Source: an optimization exercise on an open RTL-to-GDS flow (aim: small area, a short achievable clock period and few clock cycles per item). Production flows keep margins and buffers that such runs may drop.
RTL that was checked went through simulation tests only; none was proved equivalent to the original.
No activity file was given, so power comes from the tool's default toggle rates.

old:
## sha256_unit
module sha256_unit (
    input  wire         clk,
    input  wire         rst,
    input  wire         init,
    input  wire         blk_valid,
    input  wire [511:0] block,
    output wire         busy,
    output wire [255:0] digest
);
    reg  [31:0] a, b, c, d, e, f, g, h;            
    reg  [31:0] hs0, hs1, hs2, hs3, hs4, hs5, hs6, hs7;  
    reg  [31:0] w [0:15];                          
    reg  [31:0] pa, pe;                            
    reg  [5:0]  rnd;                               
    reg         running;
    reg         run_p;                             
    reg         first;                             
    assign busy   = running;
    assign digest = {a, hs1, hs2, hs3, e, hs5, hs6, hs7};
    wire last     = running & (rnd == 6'd0);       
    wire tail     = running & ((rnd == 6'd62) | (rnd == 6'd63) | (rnd == 6'd0));  
    wire acc_blk  = !running & blk_valid;
    wire run_next = acc_blk | (running & !last);
    wire load_iv  = rst | (!running & init);
    wire go       = running & !rst;
    wire pre_last_p = run_p & (rnd == 6'd63);
    reg [31:0] k;
    always @(*) begin
        case (rnd)
            6'd0:  k = 32'h428a2f98; 6'd1:  k = 32'h71374491; 6'd2:  k = 32'hb5c0fbcf; 6'd3:  k = 32'he9b5dba5;
  ...
Size: ~6100 cells after synthesis, ~1100 flip-flops.
Settings: LEC_CHECK=0, CAP_MARGIN=20, CORE_MARGIN=2, CORE_UTILIZATION=40, CTS_BUF_LIST=sky130_fd_sc_hd__clkbuf_4 sky130_fd_sc_hd__clkbuf_8, SETUP_SLACK_MARGIN=5, SLEW_MARGIN=20; clock period 10.0 ns.
standard.sh (not shown) runs the stock make flow with config.mk's settings and CLKGATE_MAP_FILE= SYNTH_SCRIPT=/design/flow/synth_recipe.tcl, a recipe that flattens the netlist after the stock synthesis.
==> flow/flow/run.sh <==
#!/bin/bash
# The standard layout (the standard.sh, unchanged synthesis), with the
# port buffers that placement inserts made of the smallest buffer cell.
set -euo pipefail
bash standard.sh finish "BUFFER_PORTS_ARGS=-buffer_cell sky130_fd_sc_hd__buf_1" > standard_flow.log 2>&1
#### Input delta (new over old)
- a change of CORE_UTILIZATION from 40 to 55
- a deleted CTS_BUF_LIST that had been sky130_fd_sc_hd__clkbuf_4 sky130_fd_sc_hd__clkbuf_8
Results
new finished every step from synthesis to the final layout, and the layout passed the timing, DRC and antenna checks. Compare new and old | critical path depth lower: new. new does better than old on total power of the final layout. The total DRC errors in the routed layout on old is in line with that on new. Compared new vs old, and hold slack is up in new. Taking old as the reference, in new fraction of power consumed by the clock network has decreased; area of placed instances has decreased. Worst-case reg-to-reg path depth, new and old: higher on old. Sequential power: old vs new, no meaningful difference. old has a higher number of instances in the placed design than new. old → new: total routed wirelength fell about 5%; area added between synthesis and finish fell 1.6 points.
No functional check of the RTL was part of any run of this note.


The RTL this note starts from:
==> flow/design.v <==
module sha256_unit (
    input  wire         clk,
    input  wire         rst,
    input  wire         init,
    input  wire         blk_valid,
    input  wire [511:0] block,
    output wire         busy,
    output wire [255:0] digest
);
    reg  [31:0] a, b, c, d, e, f, g, h;            
    reg  [31:0] hs0, hs1, hs2, hs3, hs4, hs5, hs6, hs7;  
    reg  [31:0] w [0:15];                          
    reg  [31:0] pa, pe;                            
    reg  [5:0]  rnd;                               
    reg         running;
    reg         run_p;                             
    reg         f_plast, f_last;                   
    assign busy   = running;
    assign digest = {a, hs1, hs2, hs3, e, hs5, hs6, hs7};
    wire last     = running & (rnd == 6'd0);       
    wire tail     = running & ((rnd == 6'd62) | (rnd == 6'd63) | (rnd == 6'd0));  
    wire acc_blk  = !running & blk_valid;
    wire run_next = acc_blk | (running & !last);
    wire load_iv  = rst | (!running & init);
    wire go       = running & !rst;
    reg [31:0] k;
    always @(*) begin
        case (rnd)
            6'd0:  k = 32'h428a2f98; 6'd1:  k = 32'h71374491; 6'd2:  k = 32'hb5c0fbcf; 6'd3:  k = 32'he9b5dba5;
            6'd4:  k = 32'h3956c25b; 6'd5:  k = 32'h59f111f1; 6'd6:  k = 32'h923f82a4; 6'd7:  k = 32'hab1c5ed5;
            6'd8:  k = 32'hd807aa98; 6'd9:  k = 32'h12835b01; 6'd10: k = 32'h243185be; 6'd11: k = 32'h550c7dc3;
            6'd12: k = 32'h72be5d74; 6'd13: k = 32'h80deb1fe; 6'd14: k = 32'h9bdc06a7; 6'd15: k = 32'hc19bf174;
            6'd16: k = 32'he49b69c1; 6'd17: k = 32'hefbe4786; 6'd18: k = 32'h0fc19dc6; 6'd19: k = 32'h240ca1cc;
            6'd20: k = 32'h2de92c6f; 6'd21: k = 32'h4a7484aa; 6'd22: k = 32'h5cb0a9dc; 6'd23: k = 32'h76f988da;
            6'd24: k = 32'h983e5152; 6'd25: k = 32'ha831c66d; 6'd26: k = 32'hb00327c8; 6'd27: k = 32'hbf597fc7;
            6'd28: k = 32'hc6e00bf3; 6'd29: k = 32'hd5a79147; 6'd30: k = 32'h06ca6351; 6'd31: k = 32'h14292967;
            6'd32: k = 32'h27b70a85; 6'd33: k = 32'h2e1b2138; 6'd34: k = 32'h4d2c6dfc; 6'd35: k = 32'h53380d13;
            6'd36: k = 32'h650a7354; 6'd37: k = 32'h766a0abb; 6'd38: k = 32'h81c2c92e; 6'd39: k = 32'h92722c85;
            6'd40: k = 32'ha2bfe8a1; 6'd41: k = 32'ha81a664b; 6'd42: k = 32'hc24b8b70; 6'd43: k = 32'hc76c51a3;
            6'd44: k = 32'hd192e819; 6'd45: k = 32'hd6990624; 6'd46: k = 32'hf40e3585; 6'd47: k = 32'h106aa070;
            6'd48: k = 32'h19a4c116; 6'd49: k = 32'h1e376c08; 6'd50: k = 32'h2748774c; 6'd51: k = 32'h34b0bcb5;
            6'd52: k = 32'h391c0cb3; 6'd53: k = 32'h4ed8aa4a; 6'd54: k = 32'h5b9cca4f; 6'd55: k = 32'h682e6ff3;
            6'd56: k = 32'h748f82ee; 6'd57: k = 32'h78a5636f; 6'd58: k = 32'h84c87814; 6'd59: k = 32'h8cc70208;
            6'd60: k = 32'h90befffa; 6'd61: k = 32'ha4506ceb; 6'd62: k = 32'hbef9a3f7; default: k = 32'hc67178f2;
        endcase
    end
    function [31:0] ska;
        input [31:0] x, y;
        reg   [31:0] g, p, gn, pn;
        integer   l, j, m;
        begin
            g = x & y;
            p = x ^ y;
            for (l = 1; l < 32; l = l * 2) begin
                for (j = 0; j < 32; j = j + 1) begin
                    m = (j & ~(2 * l - 1)) + l - 1;
                    if ((j & l) != 0) begin
                        gn[j] = g[j] | (p[j] & g[m]);
                        pn[j] = p[j] & p[m];
                    end else begin
                        gn[j] = g[j];
                        pn[j] = p[j];
                    end
                end
                g = gn;
                p = pn;
            end
            ska = (x ^ y) ^ {g[30:0], 1'b0};
        end
    endfunction
    wire [31:0] s1  = {e[5:0], e[31:6]} ^ {e[10:0], e[31:11]} ^ {e[24:0], e[31:25]};
    wire [31:0] ch  = (e & f) ^ (~e & g);
    wire [31:0] s0  = {a[1:0], a[31:2]} ^ {a[12:0], a[31:13]} ^ {a[21:0], a[31:22]};
    wire [31:0] mj  = (a & b) | (a & c) | (b & c);
    wire [31:0] x1s = pa ^ mj ^ ch;
    wire [31:0] x1c = {(pa[30:0] & mj[30:0]) | (pa[30:0] & ch[30:0]) | (mj[30:0] & ch[30:0]), 1'b0};
    wire [31:0] x2s = x1s ^ x1c ^ s1;
    wire [31:0] x2c = {(x1s[30:0] & x1c[30:0]) | (x1s[30:0] & s1[30:0]) | (x1c[30:0] & s1[30:0]), 1'b0};
    wire [31:0] x3s = x2s ^ x2c ^ s0;
    wire [31:0] x3c = {(x2s[30:0] & x2c[30:0]) | (x2s[30:0] & s0[30:0]) | (x2c[30:0] & s0[30:0]), 1'b0};
    wire [31:0] a_new = x3s + x3c;
    wire [31:0] hs4f = hs4 & {32{f_last}};
    wire [31:0] y1s = pe ^ hs4f ^ ch;
    wire [31:0] y1c = {(pe[30:0] & hs4f[30:0]) | (pe[30:0] & ch[30:0]) | (hs4f[30:0] & ch[30:0]), 1'b0};
    wire [31:0] y2s = y1s ^ y1c ^ s1;
    wire [31:0] y2c = {(y1s[30:0] & y1c[30:0]) | (y1s[30:0] & s1[30:0]) | (y1c[30:0] & s1[30:0]), 1'b0};
    wire [31:0] e_new = y2s + y2c;
    wire [31:0] oph = run_p ? g : hs7;
    wire [31:0] opd = run_p ? c : hs3;
    wire [31:0] w0in = {block[7:0], block[15:8], block[23:16], block[31:24]};
    wire [31:0] opw = run_p ? w[1] : w0in;
    wire [31:0] hs0f = hs0 & {32{f_plast}};
    wire [31:0] p1s = oph ^ hs0f ^ k;
    wire [31:0] p1c = {(oph[30:0] & hs0f[30:0]) | (oph[30:0] & k[30:0]) | (hs0f[30:0] & k[30:0]), 1'b0};
    wire [31:0] p2s = p1s ^ p1c ^ opw;
    wire [31:0] p2c = {(p1s[30:0] & p1c[30:0]) | (p1s[30:0] & opw[30:0]) | (p1c[30:0] & opw[30:0]), 1'b0};
    wire [31:0] pa_next = ska(p2s, p2c);
    wire [31:0] q1s = oph ^ opd ^ k;
    wire [31:0] q1c = {(oph[30:0] & opd[30:0]) | (oph[30:0] & k[30:0]) | (opd[30:0] & k[30:0]), 1'b0};
    wire [31:0] q2s = q1s ^ q1c ^ opw;
    wire [31:0] q2c = {(q1s[30:0] & q1c[30:0]) | (q1s[30:0] & opw[30:0]) | (q1c[30:0] & opw[30:0]), 1'b0};
    wire [31:0] pe_next = ska(q2s, q2c);
    wire [31:0] w1    = w[1];
    wire [31:0] w14   = w[14];
    wire [31:0] ss0   = {w1[6:0], w1[31:7]} ^ {w1[17:0], w1[31:18]} ^ (w1 >> 3);
    wire [31:0] ss1   = {w14[16:0], w14[31:17]} ^ {w14[18:0], w14[31:19]} ^ (w14 >> 10);
    wire [31:0] w9    = w[9];
    wire [31:0] w0    = w[0];
    wire [31:0] m1s   = w0 ^ w9 ^ ss0;
    wire [31:0] m1c   = {(w0[30:0] & w9[30:0]) | (w0[30:0] & ss0[30:0]) | (w9[30:0] & ss0[30:0]), 1'b0};
    wire [31:0] m2s   = m1s ^ m1c ^ ss1;
    wire [31:0] m2c   = {(m1s[30:0] & m1c[30:0]) | (m1s[30:0] & ss1[30:0]) | (m1c[30:0] & ss1[30:0]), 1'b0};
    wire [31:0] w_new = ska(m2s, m2c);
    wire [31:0] sum_a = ska(hs3, a);
    wire [31:0] sum_e = ska(hs7, e);
    integer i;
    always @(posedge clk) begin
        if (rst) begin
            running <= 1'b0;
            run_p   <= 1'b0;
            rnd     <= 6'd0;
            f_plast <= 1'b0;
            f_last  <= 1'b0;
        end else begin
            running <= run_next;
            run_p   <= (!run_p & blk_valid) | (run_p & (rnd != 6'd0));
            rnd     <= run_next ? rnd + 6'd1 : 6'd0;
            f_plast <= running & (rnd == 6'd62);
            f_last  <= running & (rnd == 6'd63);
        end
        if (go) begin
            a <= a_new;
            e <= e_new;
        end else if (load_iv) begin
            a <= 32'h6a09e667;
            e <= 32'h510e527f;
        end
        if (running) begin
            b <= a; c <= b; d <= c;
            f <= e; g <= f; h <= g;
        end else begin
            b <= hs1; c <= hs2; d <= hs3;
            f <= hs5; g <= hs6; h <= hs7;
            hs0 <= a;
            hs4 <= e;
        end
        if (load_iv) begin
            hs1 <= 32'hbb67ae85; hs2 <= 32'h3c6ef372; hs3 <= 32'ha54ff53a;
            hs5 <= 32'h9b05688c; hs6 <= 32'h1f83d9ab; hs7 <= 32'h5be0cd19;
        end else if (tail) begin
            hs1 <= sum_a; hs2 <= hs1; hs3 <= hs2;
            hs5 <= sum_e; hs6 <= hs5; hs7 <= hs6;
        end
        pa <= pa_next;
        pe <= pe_next;
        for (i = 0; i < 15; i = i + 1)
            w[i] <= running ? w[i+1] : {block[32*i +: 8], block[32*i+8 +: 8],
                                        block[32*i+16 +: 8], block[32*i+24 +: 8]};
        w[15] <= running ? w_new : {block[487:480], block[495:488], block[503:496], block[511:504]};
    end
endmodule
export LEC_CHECK = 0
export CAP_MARGIN = 20
export CORE_MARGIN = 2
export CORE_UTILIZATION = 40
export CTS_CLUSTER_DIAMETER = 100
export CTS_CLUSTER_SIZE = 24
export SETUP_SLACK_MARGIN = 5
export SLEW_MARGIN = 20
create_clock -name core_clock -period 10.0 [get_ports {clk}]
Scripts as last shown in full above: flow/flow/run.sh
Testbench counts at the start, summed over its fixed seeds: cycles 50,229, blocks 768.
Rerun with:
==> flow/flow/run.sh (replaced) <==
#!/bin/bash
# The standard layout (the standard.sh, unchanged synthesis), with the
# port buffers that placement inserts made of the smallest buffer cell, and
# timing repair aiming for 6 ns of setup slack.
set -euo pipefail
bash standard.sh finish "BUFFER_PORTS_ARGS=-buffer_cell sky130_fd_sc_hd__buf_1" SETUP_SLACK_MARGIN=6 > standard_flow.log 2>&1
--- a/flow/config.mk
+++ b/flow/config.mk
@@ -10,5 +10,4 @@
 export CORE_UTILIZATION = 40
 export CTS_CLUSTER_DIAMETER = 100
-export CTS_CLUSTER_SIZE = 24
-export SETUP_SLACK_MARGIN = 5
+export CTS_CLUSTER_SIZE = 20
 export SLEW_MARGIN = 20
What happened: Final area rises by 6.8%. Count of clock-buffer cells in the layout goes up by 16. Clock power increases by 13%. Synthesized cell count stays the same.
Rerun with:
==> flow/flow/run.sh (replaced) <==
#!/bin/bash
# The standard layout (the standard.sh, unchanged synthesis), with the
# port buffers that placement inserts made of the smallest buffer cell.
set -euo pipefail
bash standard.sh finish "BUFFER_PORTS_ARGS=-buffer_cell sky130_fd_sc_hd__buf_1" > standard_flow.log 2>&1
--- a/flow/config.mk
+++ b/flow/config.mk
@@ -9,5 +9,4 @@
 export CORE_MARGIN = 2
 export CORE_UTILIZATION = 40
-export CTS_CLUSTER_DIAMETER = 100
-export CTS_CLUSTER_SIZE = 20
+export SETUP_SLACK_MARGIN = 5
 export SLEW_MARGIN = 20
First-iteration DRC count does not change.
Worst setup slack is worse by 0.34 ns.
Total power fell by 8.6%.
Design area goes down by 2.7%.
Worst hold slack hardly moves.
Sequential power barely changes.
Register-to-register slack gets worse by 0.34 ns.

-- static timing again, ports no longer ideal --
No port has a modelled driver above. Below, the same layouts with a new extraction and two added sets of constraints.
Step 1, drivers: a clkbuf_16 drives clk and a buf_2 each remaining input, both assumed.
Step 2 also shifts input and output timing later by t, the mid clock arrival at the registers, as if the neighbouring blocks saw the same clock.
Three values: ideal, step 1, step 2; two values: the first two.
run	t, ns	setup slack, ns	hold WS [ns]
old	1.009	4.811 / 4.811 / 4.080	0.414 / 0.414 / 0.414
new	0.802	4.860 / 4.860 / 4.366	0.421 / 0.421 / 0.421
the first run of note 2	0.793	5.103 / 5.103 / 4.373	0.428 / 0.428 / 0.428
the second run of note 2	0.785	5.319 / 5.319 / 4.828	0.405 / 0.405 / 0.405
the third run of note 2	0.839	4.978 / 4.978 / 4.312	0.402 / 0.402 / 0.402
After both steps every run listed still meets setup and hold. For old, which loses most, drivers alone change the setup slack by 0.000 ns; drivers and shift together by -0.731 ns.
